Background: an optimization exercise with open tools, aiming at small area and a short achievable clock period. Do not read the settings as production practice.
In this exercise RTL edits were held to simulation tests only and were not proved equivalent to the original.

==> trial 46 <==
// cordic_unit
module cordic_unit (
  input  wire        clk,
  input  wire        rst,        
  input  wire        start,      
  input  wire        vec,        
  input  wire [31:0] x_in,       
  input  wire [31:0] y_in,       
  input  wire [31:0] theta_in,   
  output reg         busy,
  output wire [63:0] r0,
  output wire [63:0] r1
);
  function [39:0] rev40(input [39:0] v);
    integer k;
    for (k = 0; k < 40; k = k + 1) rev40[k] = v[39 - k];
  endfunction
  reg signed [39:0] x, y;
  reg        [39:0] z;
  reg        [4:0]  cnt;      
  reg        [3:0]  c;        
  reg        [4:0]  sxa;      
  reg        [4:0]  sya_n;    
  reg        [3:0]  cxb;      
  reg        [3:0]  cyb_n;    
  reg        [4:0]  shift;    
  reg               mode;     
  reg               flip;     
  reg               zero;     
  reg               p_cnt;    
  reg               p_nrm;    
  reg               p_fin;    
  assign r0 = {{31{x[39]}}, x[39:7]};
  assign r1 = {{31{y[39]}}, y[39:7]};
  wire [39:0] xw = {{2{x_in[31]}}, x_in, 6'd0};
  wire [39:0] yw = {{2{y_in[31]}}, y_in, 6'd0};
  wire        fl = theta_in[31] ^ theta_in[30];
  wire [39:0] xo = rev40(x);
  wire [39:0] yo = rev40(y);
  wire [31:0] xr = xo[37:6];
  wire [31:0] yr = yo[37:6];
  wire [31:0] u  = {((xr[30:0] ^ {31{xr[31]}}) | (yr[30:0] ^ {31{yr[31]}})), 1'b1};
  wire        s4 = ~|u[31:16];
  wire [15:0] v4 = s4 ? u[15:0] : u[31:16];
  wire        s3 = ~|v4[15:8];
  wire [7:0]  v3 = s3 ? v4[7:0] : v4[15:8];
  wire        s2 = ~|v3[7:4];
  wire [3:0]  v2 = s2 ? v3[3:0] : v3[7:4];
  wire        s1 = ~|v2[3:2];
  wire [1:0]  v1 = s1 ? v2[1:0] : v2[3:2];
  wire        s0 = ~v1[1];
  wire [4:0]  sh = {s4, s3, s2, s1, s0};
  wire [39:0] a_a, a_b;
  cordic_atan t_a (.k({c, 1'b0}), .a(a_a));
  cordic_atan t_b (.k({c, 1'b1}), .a(a_b));
  wire signed [39:0] xs_a, ys_a, xs_b, ys_b, x1, y1, x2, y2;
  wire        [39:0] z1, z2;
  cordic_step s_a (.vec(mode), .shx(sxa), .shy(~sya_n), .a(a_a),
                   .x_in(x), .y_in(y), .z_in(z),
                   .xs(xs_a), .ys(ys_a), .x_out(x1), .y_out(y1), .z_out(z1));
  cordic_step s_b (.vec(mode), .shx({cxb, 1'b1}), .shy({~cyb_n, 1'b1}), .a(a_b),
  ...
==> module cordic_step, before the edit <==
module cordic_step (
  input  wire               vec,     
  input  wire        [4:0]  shx,     
  input  wire        [4:0]  shy,     
  input  wire        [39:0] a,       
  input  wire signed [39:0] x_in,
  input  wire signed [39:0] y_in,
  input  wire        [39:0] z_in,
  output wire signed [39:0] xs,
  output wire signed [39:0] ys,
  output wire signed [39:0] x_out,
  output wire signed [39:0] y_out,
  output wire        [39:0] z_out
);
  assign xs = x_in >>> shx;
  assign ys = y_in >>> shy;
  wire d_pos = vec ? y_in[39] : ~z_in[39];
  assign x_out = x_in + (ys ^ {40{d_pos}}) + {39'd0, d_pos};
  assign y_out = y_in + (xs ^ {40{~d_pos}}) + {39'd0, ~d_pos};
  assign z_out = z_in + (a ^ {40{d_pos}}) + {39'd0, d_pos};
endmodule
==> module cordic_unit, before the edit <==
module cordic_unit (
  input  wire        clk,
  input  wire        rst,        
  input  wire        start,      
  input  wire        vec,        
  input  wire [31:0] x_in,       
  input  wire [31:0] y_in,       
  input  wire [31:0] theta_in,   
  output reg         busy,
  output wire [63:0] r0,
  output wire [63:0] r1
);
  function [39:0] rev40(input [39:0] v);
    integer k;
    for (k = 0; k < 40; k = k + 1) rev40[k] = v[39 - k];
  endfunction
  reg signed [39:0] x, y;
  reg        [39:0] z;
  reg        [4:0]  cnt;      
  reg        [3:0]  c;        
  reg        [4:0]  sxa;      
  reg        [4:0]  sya_n;    
  reg        [3:0]  cxb;      
  reg        [3:0]  cyb_n;    
  reg        [4:0]  shift;    
  reg               mode;     
  reg               flip;     
  reg               zero;     
  reg               p_cnt;    
  reg               p_nrm;    
  reg               p_fin;    
  assign r0 = {{31{x[39]}}, x[39:7]};
  assign r1 = {{31{y[39]}}, y[39:7]};
  wire [39:0] xw = {{2{x_in[31]}}, x_in, 6'd0};
  wire [39:0] yw = {{2{y_in[31]}}, y_in, 6'd0};
  wire        fl = theta_in[31] ^ theta_in[30];
  wire [39:0] xo = rev40(x);
  wire [39:0] yo = rev40(y);
  wire [31:0] xr = xo[37:6];
  wire [31:0] yr = yo[37:6];
  wire [31:0] u  = {((xr[30:0] ^ {31{xr[31]}}) | (yr[30:0] ^ {31{yr[31]}})), 1'b1};
  wire        s4 = ~|u[31:16];
  wire [15:0] v4 = s4 ? u[15:0] : u[31:16];
  wire        s3 = ~|v4[15:8];
  wire [7:0]  v3 = s3 ? v4[7:0] : v4[15:8];
  wire        s2 = ~|v3[7:4];
  wire [3:0]  v2 = s2 ? v3[3:0] : v3[7:4];
  wire        s1 = ~|v2[3:2];
  wire [1:0]  v1 = s1 ? v2[1:0] : v2[3:2];
  wire        s0 = ~v1[1];
  wire [4:0]  sh = {s4, s3, s2, s1, s0};
  wire [39:0] a_a, a_b;
  cordic_atan t_a (.k({c, 1'b0}), .a(a_a));
  cordic_atan t_b (.k({c, 1'b1}), .a(a_b));
  wire signed [39:0] xs_a, ys_a, xs_b, ys_b, x1, y1, x2, y2;
  wire        [39:0] z1, z2;
  cordic_step s_a (.vec(mode), .shx(sxa), .shy(~sya_n), .a(a_a),
                   .x_in(x), .y_in(y), .z_in(z),
                   .xs(xs_a), .ys(ys_a), .x_out(x1), .y_out(y1), .z_out(z1));
  cordic_step s_b (.vec(mode), .shx({cxb, 1'b1}), .shy({~cyb_n, 1'b1}), .a(a_b),
                   .x_in(x1), .y_in(y1), .z_in(z1),
                   .xs(xs_b), .ys(ys_b), .x_out(x2), .y_out(y2), .z_out(z2));
  wire [39:0] xn  = rev40(xs_a);
  wire [39:0] yn  = rev40(ys_a);
  wire        neg = xn[39];
  wire signed [32:0] gx, gy;
  cordic_gain g_x (.t(xs_a ^ {40{flip}}), .r(gx));
  cordic_gain g_y (.t(y ^ {40{flip}}),    .r(gy));
  wire [32:0] res1 = mode ? (zero ? 33'd0 : {1'b0, z[39:8]}) : gy;
  wire [3:0] c_nx = c + 4'd1;
  always @(posedge clk) begin
    if (rst) begin
      busy  <= 1'b0;
      x     <= 40'd0;
      y     <= 40'd0;
      p_cnt <= 1'b0;
      p_nrm <= 1'b0;
      p_fin <= 1'b0;
    end else if (!busy) begin
      if (start) begin
        busy  <= 1'b1;
        x     <= vec ? rev40(xw) : xw;
        y     <= vec ? rev40(yw) : yw;
        p_cnt <= vec;
      end
    end else begin
      p_cnt <= 1'b0;
      p_nrm <= p_cnt;
      p_fin <= (cnt == 5'd15);
      if (p_fin) begin
        busy <= 1'b0;
        x    <= {gx, 7'd0};
        y    <= {res1, 7'd0};
      end else if (p_nrm) begin
        x <= xn ^ {40{neg}};
        y <= yn ^ {40{neg}};
      end else if (!p_cnt) begin
        x <= x2;
        y <= y2;
      end
    end
  end
  always @(posedge clk) begin
    if (!busy) begin
      cnt   <= 5'd0;
      c     <= 4'd0;
      sxa   <= 5'd0;
      sya_n <= 5'h1f;
      cxb   <= 4'd0;
      cyb_n <= 4'hf;
      mode  <= vec;
      flip  <= ~vec & fl;
      z     <= {theta_in[31] ^ fl, theta_in[30:0], 8'd0};
    end else begin
      cnt <= cnt + 5'd1;
      if (p_cnt) begin
        shift <= sh;
        zero  <= (x == 40'd0) && (y == 40'd0);
        sxa   <= sh;
        sya_n <= ~sh;
      end else if (p_nrm) begin
        z     <= {neg, 39'd0};
        sxa   <= 5'd0;
        sya_n <= 5'h1f;
      end else begin
        z     <= z2;
        c     <= c_nx;
        cxb   <= c_nx;
        cyb_n <= ~c_nx;
        if (cnt == 5'd15) begin
          sxa   <= mode ? shift : 5'd0;
          sya_n <= 5'h1f;
        end else begin
          sxa   <= {c_nx, 1'b0};
          sya_n <= ~{c_nx, 1'b0};
        end
      end
    end
  end
endmodule
==> flow/config.mk <==
export PLATFORM = sky130hd
export DESIGN_NAME = cordic_unit
export DESIGN_NICKNAME = cordic_unit
export VERILOG_FILES = /design/flow/design.v
export SDC_FILE = /design/flow/constraint.sdc
export NUM_CORES = 4
export LEC_CHECK = 0
export CAP_MARGIN = 20
export CORE_MARGIN = 2
export CORE_UTILIZATION = 40
export SLEW_MARGIN = 20
==> flow/constraint.sdc <==
create_clock -name core_clock -period 32.0 [get_ports {clk}]
set_input_delay 6.4000 -clock core_clock [delete_from_list [all_inputs] [get_ports {clk}]]
set_output_delay 6.4000 -clock core_clock [all_outputs]
set_load 0.01 [all_outputs]
run.sh (not shown) runs the stock make flow with config.mk's settings and CLKGATE_MAP_FILE= SYNTH_SCRIPT=/design/flow/synth_recipe.tcl, a recipe that flattens the netlist after the stock synthesis.
==> inputs of trial 84, as changes to trial 46 <==
--- a/flow/design.v
+++ b/flow/design.v
@@ -1,22 +1,52 @@
-module cordic_step (
+module cordic_step2 (
   input  wire               vec,     
-  input  wire        [4:0]  shx,     
-  input  wire        [4:0]  shy,     
-  input  wire        [39:0] a,       
   input  wire signed [39:0] x_in,
   input  wire signed [39:0] y_in,
   input  wire        [39:0] z_in,
-  output wire signed [39:0] xs,
-  output wire signed [39:0] ys,
+  input  wire               dpa_x,   
+  input  wire               dpa_y_n, 
+  input  wire               dpa_zm,  
+  input  wire signed [39:0] xs,      
+  input  wire signed [39:0] ys,      
+  input  wire signed [39:0] xss,     
+  input  wire signed [39:0] yss,     
+  input  wire        [39:0] a_a,     
+  input  wire        [39:0] a_b,     
   output wire signed [39:0] x_out,
   output wire signed [39:0] y_out,
   output wire        [39:0] z_out
 );
-  assign xs = x_in >>> shx;
-  assign ys = y_in >>> shy;
-  wire d_pos = vec ? y_in[39] : ~z_in[39];
-  assign x_out = x_in + (ys ^ {40{d_pos}}) + {39'd0, d_pos};
-  assign y_out = y_in + (xs ^ {40{~d_pos}}) + {39'd0, ~d_pos};
-  assign z_out = z_in + (a ^ {40{d_pos}}) + {39'd0, d_pos};
+  wire dpa_z = dpa_zm ^ ~vec;
+  wire [39:0] z1 = z_in + (a_a ^ {40{dpa_z}}) + {39'd0, dpa_z};
+  wire [39:0] y1p = y_in + xs;         
+  wire [39:0] y1m = y_in - xs;         
+  wire [39:0] z1p = z_in - a_a;        
+  wire [39:0] z1m = z_in + a_a;        
+  wire s1p = vec ? y1p[39] : ~z1p[39];
+  wire s1m = vec ? y1m[39] : ~z1m[39];
+  wire dpb_x = dpa_x ? s1p : s1m;
+  wire dpb_y = dpa_y_n ? s1m : s1p;
+  wire dpb_z = dpa_z ? s1p : s1m;
+  assign z_out = z1 + (a_b ^ {40{dpb_z}}) + {39'd0, dpb_z};
+  wire e_x = ~(dpa_x ^ dpb_x);        
+  wire e_y = dpa_y_n ^ dpb_y;         
+  wire [39:0] xs1 = {xs[39], xs[39:1]};
+  wire [39:0] ys1 = {ys[39], ys[39:1]};
+  wire [39:0] xt1 = ys ^ {40{dpa_x}};
+  wire [39:0] xt2 = ys1 ^ {40{dpb_x}};
+  wire [39:0] xt3 = xss ^ {40{e_x}};
+  wire [39:0] xp1 = x_in ^ xt1 ^ xt2;
+  wire [39:0] xg1 = {(x_in[38:0] & xt1[38:0]) | (x_in[38:0] & xt2[38:0]) | (xt1[38:0] & xt2[38:0]), dpa_x};
+  wire [39:0] xp2 = xp1 ^ xg1 ^ xt3;
+  wire [39:0] xg2 = {(xp1[38:0] & xg1[38:0]) | (xp1[38:0] & xt3[38:0]) | (xg1[38:0] & xt3[38:0]), dpb_x};
+  assign x_out = xp2 + xg2 + {39'd0, e_x};
+  wire [39:0] yt1 = xs ^ {40{dpa_y_n}};
+  wire [39:0] yt2 = xs1 ^ {40{~dpb_y}};
+  wire [39:0] yt3 = yss ^ {40{e_y}};
+  wire [39:0] yp1 = y_in ^ yt1 ^ yt2;
+  wire [39:0] yg1 = {(y_in[38:0] & yt1[38:0]) | (y_in[38:0] & yt2[38:0]) | (yt1[38:0] & yt2[38:0]), dpa_y_n};
+  wire [39:0] yp2 = yp1 ^ yg1 ^ yt3;
+  wire [39:0] yg2 = {(yp1[38:0] & yg1[38:0]) | (yp1[38:0] & yt3[38:0]) | (yg1[38:0] & yt3[38:0]), ~dpb_y};
+  assign y_out = yp2 + yg2 + {39'd0, e_y};
 endmodule
 module cordic_atan (
@@ -644,4 +674,9 @@
   reg               mode;     
   reg               flip;     
+  reg               flip_y_n; 
+  reg               dpa_x;    
+  reg               dpa_y_n;  
+  reg               dpa_zm;   
+  reg               x39a, x39b_n, y39a, y39b_n;   
   reg               zero;     
   reg               p_cnt;    
@@ -671,12 +706,13 @@
   cordic_atan t_a (.k({c, 1'b0}), .a(a_a));
   cordic_atan t_b (.k({c, 1'b1}), .a(a_b));
-  wire signed [39:0] xs_a, ys_a, xs_b, ys_b, x1, y1, x2, y2;
-  wire        [39:0] z1, z2;
-  cordic_step s_a (.vec(mode), .shx(sxa), .shy(~sya_n), .a(a_a),
-                   .x_in(x), .y_in(y), .z_in(z),
-                   .xs(xs_a), .ys(ys_a), .x_out(x1), .y_out(y1), .z_out(z1));
-  cordic_step s_b (.vec(mode), .shx({cxb, 1'b1}), .shy({~cyb_n, 1'b1}), .a(a_b),
-                   .x_in(x1), .y_in(y1), .z_in(z1),
-                   .xs(xs_b), .ys(ys_b), .x_out(x2), .y_out(y2), .z_out(z2));
+  wire signed [39:0] xs_a = $signed({x39a, x[38:0]}) >>> sxa;
+  wire signed [39:0] ys_a = $signed({y39a, y[38:0]}) >>> (~sya_n);
+  wire signed [39:0] xss  = $signed({~x39b_n, x[38:0]}) >>> {cxb, 2'b01};
+  wire signed [39:0] yss  = $signed({~y39b_n, y[38:0]}) >>> {~cyb_n, 2'b01};
+  wire signed [39:0] x2, y2;
+  wire        [39:0] z2;
+  cordic_step2 s_ab (.vec(mode), .x_in(x), .y_in(y), .z_in(z), .dpa_x(dpa_x), .dpa_y_n(dpa_y_n), .dpa_zm(dpa_zm),
+                     .xs(xs_a), .ys(ys_a), .xss(xss), .yss(yss), .a_a(a_a), .a_b(a_b),
+                     .x_out(x2), .y_out(y2), .z_out(z2));
   wire [39:0] xn  = rev40(xs_a);
   wire [39:0] yn  = rev40(ys_a);
@@ -684,12 +720,28 @@
   wire signed [32:0] gx, gy;
   cordic_gain g_x (.t(xs_a ^ {40{flip}}), .r(gx));
-  cordic_gain g_y (.t(y ^ {40{flip}}),    .r(gy));
+  cordic_gain g_y (.t(y ^ {40{~flip_y_n}}), .r(gy));
   wire [32:0] res1 = mode ? (zero ? 33'd0 : {1'b0, z[39:8]}) : gy;
   wire [3:0] c_nx = c + 4'd1;
+  wire [39:0] x_d = rst ? 40'd0 :
+                    !busy ? (start ? (vec ? rev40(xw) : xw) : x) :
+                    p_fin ? {gx, 7'd0} :
+                    p_nrm ? (xn ^ {40{neg}}) :
+                    p_cnt ? x : x2;
+  wire [39:0] y_d = rst ? 40'd0 :
+                    !busy ? (start ? (vec ? rev40(yw) : yw) : y) :
+                    p_fin ? {res1, 7'd0} :
+                    p_nrm ? (yn ^ {40{neg}}) :
+                    p_cnt ? y : y2;
+  always @(posedge clk) begin
+    x      <= x_d;
+    y      <= y_d;
+    x39a   <= x_d[39];
+    x39b_n <= ~x_d[39];
+    y39a   <= y_d[39];
+    y39b_n <= ~y_d[39];
+  end
   always @(posedge clk) begin
     if (rst) begin
       busy  <= 1'b0;
-      x     <= 40'd0;
-      y     <= 40'd0;
       p_cnt <= 1'b0;
       p_nrm <= 1'b0;
@@ -698,6 +750,4 @@
       if (start) begin
         busy  <= 1'b1;
-        x     <= vec ? rev40(xw) : xw;
-        y     <= vec ? rev40(yw) : yw;
         p_cnt <= vec;
       end
@@ -706,15 +756,5 @@
       p_nrm <= p_cnt;
       p_fin <= (cnt == 5'd15);
-      if (p_fin) begin
-        busy <= 1'b0;
-        x    <= {gx, 7'd0};
-        y    <= {res1, 7'd0};
-      end else if (p_nrm) begin
-        x <= xn ^ {40{neg}};
-        y <= yn ^ {40{neg}};
-      end else if (!p_cnt) begin
-        x <= x2;
-        y <= y2;
-      end
+      if (p_fin) busy <= 1'b0;
     end
   end
@@ -729,7 +769,14 @@
       mode  <= vec;
       flip  <= ~vec & fl;
+      flip_y_n <= ~(~vec & fl);
+      dpa_x    <= ~theta_in[30];
+      dpa_y_n  <= theta_in[30];
+      dpa_zm   <= ~theta_in[30] ^ ~vec;
       z     <= {theta_in[31] ^ fl, theta_in[30:0], 8'd0};
     end else begin
       cnt <= cnt + 5'd1;
+      dpa_x   <=  (p_nrm ? (yn[39] ^ neg) : (mode ? y2[39] : ~z2[39]));
+      dpa_y_n <= ~(p_nrm ? (yn[39] ^ neg) : (mode ? y2[39] : ~z2[39]));
+      dpa_zm  <=  (p_nrm ? (yn[39] ^ neg) : (mode ? y2[39] : ~z2[39])) ^ ~mode;
       if (p_cnt) begin
         shift <= sh;
ABC_AREA = 1   (was not set)
CORE_UTILIZATION = 55   (was 40)
==> inputs of trial 41, as changes to trial 46 <==
--- a/flow/design.v
+++ b/flow/design.v
@@ -1,22 +1,42 @@
-module cordic_step (
+module cordic_step2 (
   input  wire               vec,     
-  input  wire        [4:0]  shx,     
-  input  wire        [4:0]  shy,     
-  input  wire        [39:0] a,       
   input  wire signed [39:0] x_in,
   input  wire signed [39:0] y_in,
   input  wire        [39:0] z_in,
-  output wire signed [39:0] xs,
-  output wire signed [39:0] ys,
+  input  wire               dpa_x,   
+  input  wire               dpa_y_n, 
+  input  wire signed [39:0] xs,      
+  input  wire signed [39:0] ys,      
+  input  wire signed [39:0] xss,     
+  input  wire signed [39:0] yss,     
+  input  wire        [39:0] a_a,     
+  input  wire        [39:0] a_b,     
   output wire signed [39:0] x_out,
   output wire signed [39:0] y_out,
   output wire        [39:0] z_out
 );
-  assign xs = x_in >>> shx;
-  assign ys = y_in >>> shy;
-  wire d_pos = vec ? y_in[39] : ~z_in[39];
-  assign x_out = x_in + (ys ^ {40{d_pos}}) + {39'd0, d_pos};
-  assign y_out = y_in + (xs ^ {40{~d_pos}}) + {39'd0, ~d_pos};
-  assign z_out = z_in + (a ^ {40{d_pos}}) + {39'd0, d_pos};
+  wire [39:0] y1 = y_in + (xs ^ {40{dpa_y_n}}) + {39'd0, dpa_y_n};
+  wire [39:0] z1 = z_in + (a_a ^ {40{dpa_x}}) + {39'd0, dpa_x};
+  wire dp_b = vec ? y1[39] : ~z1[39];
+  assign z_out = z1 + (a_b ^ {40{dp_b}}) + {39'd0, dp_b};
+  wire e = ~(dpa_x ^ dp_b);           
+  wire [39:0] xs1 = {xs[39], xs[39:1]};
+  wire [39:0] ys1 = {ys[39], ys[39:1]};
+  wire [39:0] xt1 = ys ^ {40{dpa_x}};
+  wire [39:0] xt2 = ys1 ^ {40{dp_b}};
+  wire [39:0] xt3 = xss ^ {40{e}};
+  wire [39:0] xp1 = x_in ^ xt1 ^ xt2;
+  wire [39:0] xg1 = {(x_in[38:0] & xt1[38:0]) | (x_in[38:0] & xt2[38:0]) | (xt1[38:0] & xt2[38:0]), dpa_x};
+  wire [39:0] xp2 = xp1 ^ xg1 ^ xt3;
+  wire [39:0] xg2 = {(xp1[38:0] & xg1[38:0]) | (xp1[38:0] & xt3[38:0]) | (xg1[38:0] & xt3[38:0]), dp_b};
+  assign x_out = xp2 + xg2 + {39'd0, e};
+  wire [39:0] yt1 = xs ^ {40{dpa_y_n}};
+  wire [39:0] yt2 = xs1 ^ {40{~dp_b}};
+  wire [39:0] yt3 = yss ^ {40{e}};
+  wire [39:0] yp1 = y_in ^ yt1 ^ yt2;
+  wire [39:0] yg1 = {(y_in[38:0] & yt1[38:0]) | (y_in[38:0] & yt2[38:0]) | (yt1[38:0] & yt2[38:0]), dpa_y_n};
+  wire [39:0] yp2 = yp1 ^ yg1 ^ yt3;
+  wire [39:0] yg2 = {(yp1[38:0] & yg1[38:0]) | (yp1[38:0] & yt3[38:0]) | (yg1[38:0] & yt3[38:0]), ~dp_b};
+  assign y_out = yp2 + yg2 + {39'd0, e};
 endmodule
 module cordic_atan (
@@ -644,4 +664,7 @@
   reg               mode;     
   reg               flip;     
+  reg               flip_y_n; 
+  reg               dpa_x;    
+  reg               dpa_y_n;  
   reg               zero;     
   reg               p_cnt;    
@@ -671,12 +694,13 @@
   cordic_atan t_a (.k({c, 1'b0}), .a(a_a));
   cordic_atan t_b (.k({c, 1'b1}), .a(a_b));
-  wire signed [39:0] xs_a, ys_a, xs_b, ys_b, x1, y1, x2, y2;
-  wire        [39:0] z1, z2;
-  cordic_step s_a (.vec(mode), .shx(sxa), .shy(~sya_n), .a(a_a),
-                   .x_in(x), .y_in(y), .z_in(z),
-                   .xs(xs_a), .ys(ys_a), .x_out(x1), .y_out(y1), .z_out(z1));
-  cordic_step s_b (.vec(mode), .shx({cxb, 1'b1}), .shy({~cyb_n, 1'b1}), .a(a_b),
-                   .x_in(x1), .y_in(y1), .z_in(z1),
-                   .xs(xs_b), .ys(ys_b), .x_out(x2), .y_out(y2), .z_out(z2));
+  wire signed [39:0] xs_a = x >>> sxa;
+  wire signed [39:0] ys_a = y >>> (~sya_n);
+  wire signed [39:0] xss  = x >>> {cxb, 2'b01};
+  wire signed [39:0] yss  = y >>> {~cyb_n, 2'b01};
+  wire signed [39:0] x2, y2;
+  wire        [39:0] z2;
+  cordic_step2 s_ab (.vec(mode), .x_in(x), .y_in(y), .z_in(z), .dpa_x(dpa_x), .dpa_y_n(dpa_y_n),
+                     .xs(xs_a), .ys(ys_a), .xss(xss), .yss(yss), .a_a(a_a), .a_b(a_b),
+                     .x_out(x2), .y_out(y2), .z_out(z2));
   wire [39:0] xn  = rev40(xs_a);
   wire [39:0] yn  = rev40(ys_a);
@@ -684,5 +708,5 @@
   wire signed [32:0] gx, gy;
   cordic_gain g_x (.t(xs_a ^ {40{flip}}), .r(gx));
-  cordic_gain g_y (.t(y ^ {40{flip}}),    .r(gy));
+  cordic_gain g_y (.t(y ^ {40{~flip_y_n}}), .r(gy));
   wire [32:0] res1 = mode ? (zero ? 33'd0 : {1'b0, z[39:8]}) : gy;
   wire [3:0] c_nx = c + 4'd1;
@@ -729,7 +753,12 @@
       mode  <= vec;
       flip  <= ~vec & fl;
+      flip_y_n <= ~(~vec & fl);
+      dpa_x    <= ~theta_in[30];
+      dpa_y_n  <= theta_in[30];
       z     <= {theta_in[31] ^ fl, theta_in[30:0], 8'd0};
     end else begin
       cnt <= cnt + 5'd1;
+      dpa_x   <=  (p_nrm ? (yn[39] ^ neg) : (mode ? y2[39] : ~z2[39]));
+      dpa_y_n <= ~(p_nrm ? (yn[39] ^ neg) : (mode ? y2[39] : ~z2[39]));
       if (p_cnt) begin
         shift <= sh;
ABC_AREA = 1   (was not set)
CORE_UTILIZATION = 55   (was 40)
==> comparison table <==
| item | trial 46 | trial 41 | trial 84 |
|---|---|---|---|
| Outcome | complete, no violations | complete, no violations | complete, no violations |
| Number of buffers and inverters on the critical path | 4 | 7 | 7 |
| Xor and xnor area share after synthesis | 0.146 | 0.106 | 0.0985 |
| Setup slack at placement | 19.55 ns | 21.11 ns | 21.67 ns |
| Highest-utilization routing layer at the global route stage | met1 | met2 | met2 |
| Clk_buf instances | 35 | 38 | 35 |
| Highest clock frequency the design can meet | 0.0778 GHz | 0.0870 GHz | 0.0919 GHz |
| Final Critical Period | 12.85 ns | 11.50 ns | 10.88 ns |
| Antenna cell count | 8 | 19 | 13 |
| Adder-cell share of the synthesized area | 0.245 | 0.286 | 0.309 |
| Met3 wirelength from detailed routing | 32.2 mm | 46.6 mm | 42.9 mm |
| Routed metal-1 wirelength | 108 mm | 96.6 mm | 97.5 mm |
| Share of post-route cells with drive strength above 1 | 0.0670 | 0.0459 | 0.0479 |
| Clock sink count | 211 | 214 | 217 |
| P&R area growth vs syn | 8.63% | 7.63% | 7.64% |
| Normalized max-slew margin | 0.112 | 0.136 | 0.0871 |
| Simple-gate share of the synthesized area | 0.137 | 0.166 | 0.173 |

-- re-timing with driven ports --
The flow's constraints put no driver on any port. The routed layouts listed below were extracted and timed again, unchanged, in two steps.
Step 1, drivers: a clkbuf_16 drives clk and a buf_2 each remaining input, both assumed.
Step 2 moves the port delays by t, midway between the first and last clock arrival at a register: inputs arrive t later, outputs are due t later. That takes back most of the time a late clock gives input paths.
Three values: ideal ports, drivers, drivers and shift; two values: the first two.
run | t (ns) | setup WS [ns] | hold WS [ns] | worst register clock-pin slew, ns | worst data-port slew with drivers (ns)
trial 46 | 0.704 | 19.150 / 19.150 / 19.150 | 0.436 / 0.436 / 0.436 | 0.07 / 0.07 | 0.14
trial 84 | 0.699 | 21.117 / 21.117 / 21.117 | 0.455 / 0.455 / 0.455 | 0.07 / 0.07 | 0.05
trial 41 | 0.724 | 20.501 / 20.501 / 20.501 | 0.472 / 0.472 / 0.472 | 0.09 / 0.09 | 0.06
After both steps every run listed still meets setup and hold.
